From an optimization exercise on the open Yosys and OpenROAD flow, aimed at small area, a short achievable clock period and few clock cycles per item; shortcuts taken in it are not production practice.
Function was checked by simulation only, so behaviour that the tests miss may differ from the original.
Power figures rest on the tool's default switching activity, not on a simulated workload.

**config.mk**
```make
export PLATFORM = sky130hd
export DESIGN_NAME = mx_crusher
export DESIGN_NICKNAME = mx_crusher
export VERILOG_FILES = /design/flow/design.v
export SDC_FILE = /design/flow/constraint.sdc
export NUM_CORES = 4
export LEC_CHECK = 0
export CAP_MARGIN = 20
export CORE_MARGIN = 2
export CORE_UTILIZATION = 40
export SLEW_MARGIN = 20
```
**constraint.sdc**
```tcl
create_clock -name core_clock -period 22.0 [get_ports {clk}]
set_input_delay 4.4000 -clock core_clock [delete_from_list [all_inputs] [get_ports {clk}]]
set_output_delay 4.4000 -clock core_clock [all_outputs]
set_load 0.01 [all_outputs]
```
**design.v**
```verilog
module mx_convert (
    input  wire [31:0]       y,
    input  wire [3:0]        fmt,
    input  wire signed [8:0] x,
    output reg  [7:0]        code,
    output reg               sat,
    output reg               ftz,
    output reg               special
);
    reg [1:0]         mb;        
    reg signed [13:0] emin;      
    reg signed [13:0] bias;
    reg [7:0]         maxmag;    
    reg [3:0]         nbits;
    always @(*) begin
        case (fmt)
            4'd3:    begin mb = 2'd3; emin = -14'sd6;  bias = 14'sd7;  maxmag = 8'h7E; nbits = 4'd8; end
            4'd4:    begin mb = 2'd2; emin = -14'sd14; bias = 14'sd15; maxmag = 8'h7B; nbits = 4'd8; end
            4'd5:    begin mb = 2'd2; emin = -14'sd2;  bias = 14'sd3;  maxmag = 8'h1F; nbits = 4'd6; end
            4'd6:    begin mb = 2'd3; emin = 14'sd0;   bias = 14'sd1;  maxmag = 8'h1F; nbits = 4'd6; end
            default: begin mb = 2'd1; emin = 14'sd0;   bias = 14'sd1;  maxmag = 8'h07; nbits = 4'd4; end
        endcase
    end
    wire       s  = y[31];
    wire [7:0] ef = y[30:23];
    wire [22:0] mf = y[22:0];
    wire is_special = (ef == 8'hFF);
    wire is_nan     = is_special && (mf != 23'd0);
    wire is_zero    = (ef == 8'd0) && (mf == 23'd0);
    reg [4:0] lz;
    integer i;
    always @(*) begin
        lz = 5'd23;
        for (i = 0; i < 23; i = i + 1)
            if (mf[i]) lz = 5'd22 - i[4:0];
    end
    reg [23:0]        m;
    reg signed [13:0] ey;
    always @(*) begin
        if (ef != 8'd0) begin
            m  = {1'b1, mf};
            ey = $signed({6'd0, ef}) - 14'sd127;
        end else begin
            m  = {1'b0, mf} << (lz + 5'd1);
            ey = -14'sd127 - $signed({9'd0, lz});
        end
    end
    reg signed [13:0] e;
    reg signed [13:0] sh_full;
    reg [4:0]         sh;
    reg               normal;
    reg [31:0]        mw;
    reg [31:0]        q0;
    reg               guard, sticky;
    reg [24:0]        q;
    reg [13:0]        mag;
    always @(*) begin
        e      = ey - $signed({{5{x[8]}}, x});
        normal = (e >= emin);
        if (normal)
            sh_full = 14'sd23 - $signed({12'd0, mb});
        else
            sh_full = 14'sd23 - $signed({12'd0, mb}) + (emin - e);
        sh = (sh_full > 14'sd31) ? 5'd31 : sh_full[4:0];
        mw     = {8'd0, m};
        q0     = mw >> sh;
        guard  = mw[sh - 5'd1];
        sticky = (mw & ((32'd1 << (sh - 5'd1)) - 32'd1)) != 32'd0;
        q      = q0[24:0] + {24'd0, guard & (sticky | q0[0])};
        if (normal)
            mag = (($signed(e + bias) - 14'sd1) <<< mb) + $signed(q[13:0]);
        else
            mag = q[13:0];
    end
    always @(*) begin
        sat     = 1'b0;
        ftz     = 1'b0;
        special = 1'b0;
        code    = 8'd0;
        if (is_special) begin
            special = 1'b1;
            if (is_nan)
                code = (fmt == 4'd3 || fmt == 4'd4) ? 8'h7F : 8'h00;
            else if (fmt == 4'd4)
                code = {s, 7'h7C};
            else
                code = ({7'd0, s} << (nbits - 4'd1)) | maxmag;
        end else if (is_zero) begin
            code = {7'd0, s} << (nbits - 4'd1);
        end else if (normal && (e > 14'sd64 || mag > {6'd0, maxmag})) begin
            sat  = 1'b1;
            code = ({7'd0, s} << (nbits - 4'd1)) | maxmag;
        end else begin
            ftz  = (mag == 14'd0);
            code = ({7'd0, s} << (nbits - 4'd1)) | mag[7:0];
        end
    end
endmodule
module mx_crusher (
    input  wire          clk,
    input  wire          rst,
    input  wire          in_valid,
    output wire          in_ready,
    input  wire [1023:0] in_data,       
    input  wire [3:0]    in_fmt,        
    input  wire          in_dynamic,    
    input  wire [7:0]    in_scale,      
    output wire          out_valid,
    input  wire          out_ready,
    output reg  [255:0]  out_codes,     
    output reg  [7:0]    out_scale,     
    output reg  [5:0]    out_sat,
    output reg  [5:0]    out_ftz,
    output reg  [5:0]    out_special
);
    localparam S_IDLE  = 3'd0;
    localparam S_AMAX  = 3'd1;
    localparam S_SCALE = 3'd2;
    localparam S_CONV  = 3'd3;
    localparam S_DONE  = 3'd4;
    reg [2:0]    state;
    reg [4:0]    idx;
    reg [1023:0] blk;
    reg [3:0]    fmt;
    reg          dynamic;
    reg [30:0]   amax;         
    assign in_ready  = (state == S_IDLE);
    assign out_valid = (state == S_DONE);
    wire [31:0] elem = blk[idx*32 +: 32];
    wire        elem_finite = (elem[30:23] != 8'hFF);
    reg [7:0] emax;
    always @(*) begin
        case (fmt)
            4'd3:    emax = 8'd8;
            4'd4:    emax = 8'd15;
            4'd5:    emax = 8'd4;
            default: emax = 8'd2;
        endcase
    end
    wire [7:0] amax_exp = amax[30:23];
    wire [8:0] dyn_byte = (amax_exp == 8'd0 || {1'b0, amax_exp} < {1'b0, emax} - 9'd1)
                          ? 9'd0 : {1'b0, amax_exp} - {1'b0, emax} + 9'd1;
    wire signed [8:0] x = $signed({1'b0, out_scale}) - 9'sd127;
    wire [7:0] cv_code;
    wire       cv_sat, cv_ftz, cv_special;
    mx_convert u_convert (
        .y       (elem),
        .fmt     (fmt),
        .x       (x),
        .code    (cv_code),
        .sat     (cv_sat),
        .ftz     (cv_ftz),
        .special (cv_special)
    );
    reg [8:0]   pos;
    reg [255:0] field_mask;
    always @(*) begin
        case (fmt)
            4'd3, 4'd4: begin pos = {1'b0, idx, 3'b000};           field_mask = 256'hFF; end
            4'd5, 4'd6: begin pos = {1'b0, idx, 3'b000} - {2'b0, idx, 1'b0}; field_mask = 256'h3F; end
            default:    begin pos = {2'b0, idx, 2'b00};        field_mask = 256'hF;  end
        endcase
    end
    always @(posedge clk) begin
        if (rst) begin
            state <= S_IDLE;
            idx   <= 5'd0;
        end else begin
            case (state)
                S_IDLE: begin
                    if (in_valid) begin
                        blk       <= in_data;
                        fmt       <= in_fmt;
                        dynamic   <= in_dynamic;
                        out_scale <= in_scale;
                        amax      <= 31'd0;
                        idx       <= 5'd0;
                        state     <= S_AMAX;
                    end
                end
                S_AMAX: begin
                    if (elem_finite && elem[30:0] > amax)
                        amax <= elem[30:0];
                    idx <= idx + 5'd1;
                    if (idx == 5'd31)
                        state <= S_SCALE;
                end
                S_SCALE: begin
                    if (dynamic)
                        out_scale <= dyn_byte[7:0];
                    out_codes   <= 256'd0;
                    out_sat     <= 6'd0;
                    out_ftz     <= 6'd0;
                    out_special <= 6'd0;
                    idx         <= 5'd0;
                    state       <= S_CONV;
                end
                S_CONV: begin
                    out_codes   <= (out_codes & ~(field_mask << pos))
                                 | ({248'd0, cv_code} << pos);
                    out_sat     <= out_sat + {5'd0, cv_sat};
                    out_ftz     <= out_ftz + {5'd0, cv_ftz};
                    out_special <= out_special + {5'd0, cv_special};
                    idx <= idx + 5'd1;
                    if (idx == 5'd31)
                        state <= S_DONE;
                end
                default: begin
                    if (out_ready)
                        state <= S_IDLE;
                end
            endcase
        end
    end
endmodule
```
**run.sh**
```bash
#!/bin/bash
# synth_recipe.tcl (not shown) runs the flow's synth.tcl, then flattens the netlist and writes it again
# the make line also repeats each setting of config.mk as NAME=value (left out here)
make -C /OpenROAD-flow-scripts/flow DESIGN_CONFIG=/design/flow/config.mk WORK_HOME=/design/flow/orfs CLKGATE_MAP_FILE= SYNTH_SCRIPT=/design/flow/synth_recipe.tcl finish
```
==> out/metrics.csv <==
stage;metric;value;unit
timing;Final Worst Setup Slack;1.727;ns
grt;remaining global-route overflow;0;
run;total of max-cap violations;0;
yosys;top cell type by total area after synthesis;edfxtp_1;
clocking;clk latency of the worst-skew pair;0.82;ns
pwr;leakage;28.69;nW
cells_and_area;FILL cells;14130;
cells_and_area;Syn-to-layout area delta;31.06;%
clocking;Root Buffer;clkbuf_16;
clocking;post_cts resized;0;
grt;GRT Overall Usage;38.08;%
placement;Detail Placement HPWL;260100;um
grt;initial antenna violation count;173;
pwr;Power Density;95.86;mW/mm^2
yosys;top post-synthesis cells by area;edfxtp_1, mux2i_1, mux4_2, ha_1, nand2_1;
timing;Least-Margin Pin Slew;1.230;ns
worst_hold_path;HP Class;reg -> reg;
placement;DP Area;0.08165;sq mm
yosys;Async SR Flop Fraction;0;%
yosys;Netlist cell types;125;
clocking;# hold bufs at CTS;0;
die;FP Rows;149;
routing;DR WL/cell;38.24;um
clocking;post-CTS setup buffer count;0;
clocking;CTS tree;yes;
cells_and_area;Post-layout nets;7455;
pwr;Max VDD drop;0.08907;mV
routing;DRT antenna net count;0;
routing;Post-route DRC;0;
timing;Fin Clk Skew;0.04153;ns
yosys;flops & latches, synth;1350;
yosys;syn_area_per_cell;13.31;sq um
grt;vias in the first global route;50120;
die;core area;0.1644;sq mm
placement;port bufs;1324;
placement;Placer Congestion;0.9903;
timing;setup_tns;0;ns
outcome;outcome;no timing/DRC/antenna violations;
yosys;Post-synth top flop;edfxtp_1;
timing;fin. max-slew vios;0;
yosys;Ys Warns;2;
yosys;post-synth top area share;60.98;%
clocking;CTS H-tree depth;4;
setup_path;crit path kind;reg -> reg;
routing;DR iter-0 viols;8788;
cells_and_area;Post-Layout Inst Area;0.08662;sq mm
setup_path;CP required;22.51;ns
die;Die ar.;0.1685;sq mm
setup_path;CP startpoint kind;flop;
routing;via count;53800;
cells_and_area;layout cells sized above 1;9.377;%
clocking;CTS Buf Count;150;
timing;Max-slew headroom;15.63;%
routing;Via density;6.221;
setup_path;max incr delay on CP;0.97;ns
timing;RSZ-0062 raised after global routing;false;
setup_path;CP arrival;20.79;ns
yosys;number of synthesized flops with an enable pin;1342;
grt;largest net degree at the start of global routing;182;
clocking;CTS Sinks;1350;
cells_and_area;Final Util;52.68;%
yosys;Syn Nets;6159;
timing;f_max;0.04933;GHz
grt;first-pass GRT wire length;437900;um
timing;minimum clock period;20.27;ns
setup_path;Slowest cell on crit path;mux2i_2;
pwr;Total Power;0.008303;W
yosys;Cells after Synth;4966;
die;io pins;1325;
routing;routed wire length;330700;um
clocking;Max clock buf depth;3;
yosys;Synth Cell Area;0.06609;sq mm
routing;DRT Pass-1 Iters;7;
timing;Setup-failing EPs final;0;
placement;pre-CTS WS;2.092;ns
die;Die W;410.5;um
setup_path;top fanout value on the critical path;42;
timing;final hold violation count;0;
die;Initial Util;40.19;%
setup_path;CP Capture Type;flop;
yosys;post-synthesis sequential area ratio;61.22;%
clocking;clk slew on worst S/H paths;0.06;ns
timing;period utilization;92.15;%
die;Die Height;410.5;um
-- cell families (layout without fill, tap and decap cells) --
kind of cell	Yosys count	count (layout)	synth area share [%]
AOI/OAI and AO/OA	1203	1203	13.07
xor gates and xnor gates	86	86	1.140
adders and majority gates	153	153	2.961
buffers and inverters	430	1841	3.112
DFF	1350	1350	61.22
muxes	459	459	9.332
other	1	82	0.005674
and+or+nand+nor	1284	1284	9.161
-- area by class of cell --
| cell class | instances | area [sq um] | area share (%) |
|---|---|---|---|
| Sequential cell | 1350 | 40470 | 46.73 |
| Clock inverter | 81 | 784.5 | 0.9057 |
| Clock buffer | 186 | 3953 | 4.563 |
| Inverter | 133 | 499.2 | 0.5764 |
| Tap cell | 2189 | 2739 | 3.162 |
| Timing Repair Buffer | 1441 | 14200 | 16.39 |
| Multi-Input combinational cell | 3186 | 23770 | 27.44 |
| Antenna cell | 81 | 202.7 | 0.2340 |
-- per-layer routing --
metal	GRT usage, %	up-vias	share of wire (%)
li1	-	22350	-
met1	50.31	27250	39
met2	58.53	3530	46
met3	11.77	577	11
met4	14.78	98	3.9
met5	0	-	0.20
-- metrics by stage --
stage	hold slack, ns	std cells
3_5_place_dp	0.5739	8298
4_1_cts	0.5874	8565
6_report	0.5951	8647
5_1_grt	0.6228	8614
2_1_floorplan	0.5886	4966
3_3_place_gp	0.5528	8296
-- sequential cells by signal, summed over array words and instances, names as in the netlist, 5 cells and up --
name / flops
out_sat: 6
out_ftz: 6
out_special: 6
idx: 5
amax: 31
blk: 1024
out_codes: 256
out_scale: 8
-- cells in the mapped netlist (42+ instances only) --
library cell / instances
edfxtp_1: 1342
nand2_1: 419
mux2i_1: 312
nor2_1: 298
nand3_1: 215
o21ai_0: 209
clkbuf_1: 162
a22oi_1: 151
a21oi_1: 150
ha_1: 146
mux4_2: 122
inv_1: 120
a32o_1: 109
nor3_1: 86
o22ai_1: 70
a31oi_1: 69
buf_2: 60
o21ai_1: 60
xnor2_1: 51
a211oi_1: 42
a21o_1: 42
-- path summary, 6_finish.rpt --
| path | from | to | slack, ns | cells after the start |
|---|---|---|---|---|
| hold / removal | out_codes[46]$_SDFFCE_PN0P_ | out_codes[46]$_SDFFCE_PN0P_ | 0.60 | 2 |
| hold reg to reg | out_codes[46]$_SDFFCE_PN0P_ | out_codes[46]$_SDFFCE_PN0P_ | 0.60 | 2 |
| setup reg to reg | idx[0]$_SDFFE_PP0P_ | out_codes[14]$_SDFFCE_PN0P_ | 1.73 | 67 |
| setup / recovery | idx[0]$_SDFFE_PP0P_ | out_codes[14]$_SDFFCE_PN0P_ | 1.73 | 67 |
-- power breakdown --
group | internal [W] | switching (W) | total [W]
clock | 0.00140 | 0.00110 | 0.00250
sequential | 0.00294 | 0.0000433 | 0.00298
combinational | 0.000969 | 0.00185 | 0.00282
total | 0.00531 | 0.00300 | 0.00830
-- layout by cell type (no fill, tap or decap), types with 33 or more instances in the layout --
| cell | count |
|---|---|
| edfxtp_1 | 1342 |
| clkdlybuf4s50_1 | 1324 |
| nand2_1 | 418 |
| mux2i_1 | 301 |
| nor2_1 | 289 |
| nand3_1 | 215 |
| o21ai_0 | 207 |
| clkbuf_16 | 153 |
| a22oi_1 | 151 |
| a21oi_1 | 146 |
| ha_1 | 146 |
| mux4_2 | 122 |
| inv_1 | 119 |
| buf_4 | 110 |
| a32o_1 | 109 |
| nor3_1 | 84 |
| diode_2 | 81 |
| o22ai_1 | 70 |
| a31oi_1 | 69 |
| o21ai_1 | 62 |
| xnor2_1 | 51 |
| a21o_1 | 42 |
| a211oi_1 | 42 |
| o211ai_1 | 40 |
| nand4_1 | 38 |
| clkinv_1 | 36 |
| xor2_1 | 35 |
| nor2b_1 | 34 |
| clkbuf_1 | 33 |
-- worst max-delay path: cells and delay by family, from the launching register on --
kind / cells / cell delay [ns]
fa+ha+maj: 7 / 2.18
flops: 1 / 0.72
buf+inv: 6 / 1.89
compound gates: 32 / 7.28
simple gates: 12 / 4.47
mux: 4 / 1.89
xor+xnor: 6 / 1.31
Testbench counts, summed over its fixed seeds: cycles 51,456, items 768.

==> afterwards: timing with drivers on the ports <==
No port has a modelled driver above. Below, the same layout with a new extraction and two added sets of constraints. Step 1: set_driving_cell puts a clkbuf_16 on clk and a buf_2 on each other input, an assumption about the parent block. Step 2 also shifts input and output timing later by t, the mid clock arrival at the registers, as if the neighbouring blocks saw the same clock. Slacks: ideal ports / drivers / drivers and shift; pairs: ideal ports / drivers.
t (ns): 0.897
setup WS [ns]: 1.727 / 1.727 / 1.727
clock arrival spread, ns: 0.042 / 0.041
worst register clock-pin slew, ns: 0.07 / 0.07
worst slew at a driven data input, ns: 0.41
After both steps this run still meets setup and hold. For this run, drivers alone change the setup slack by 0.000 ns; drivers and shift together by 0.000 ns.
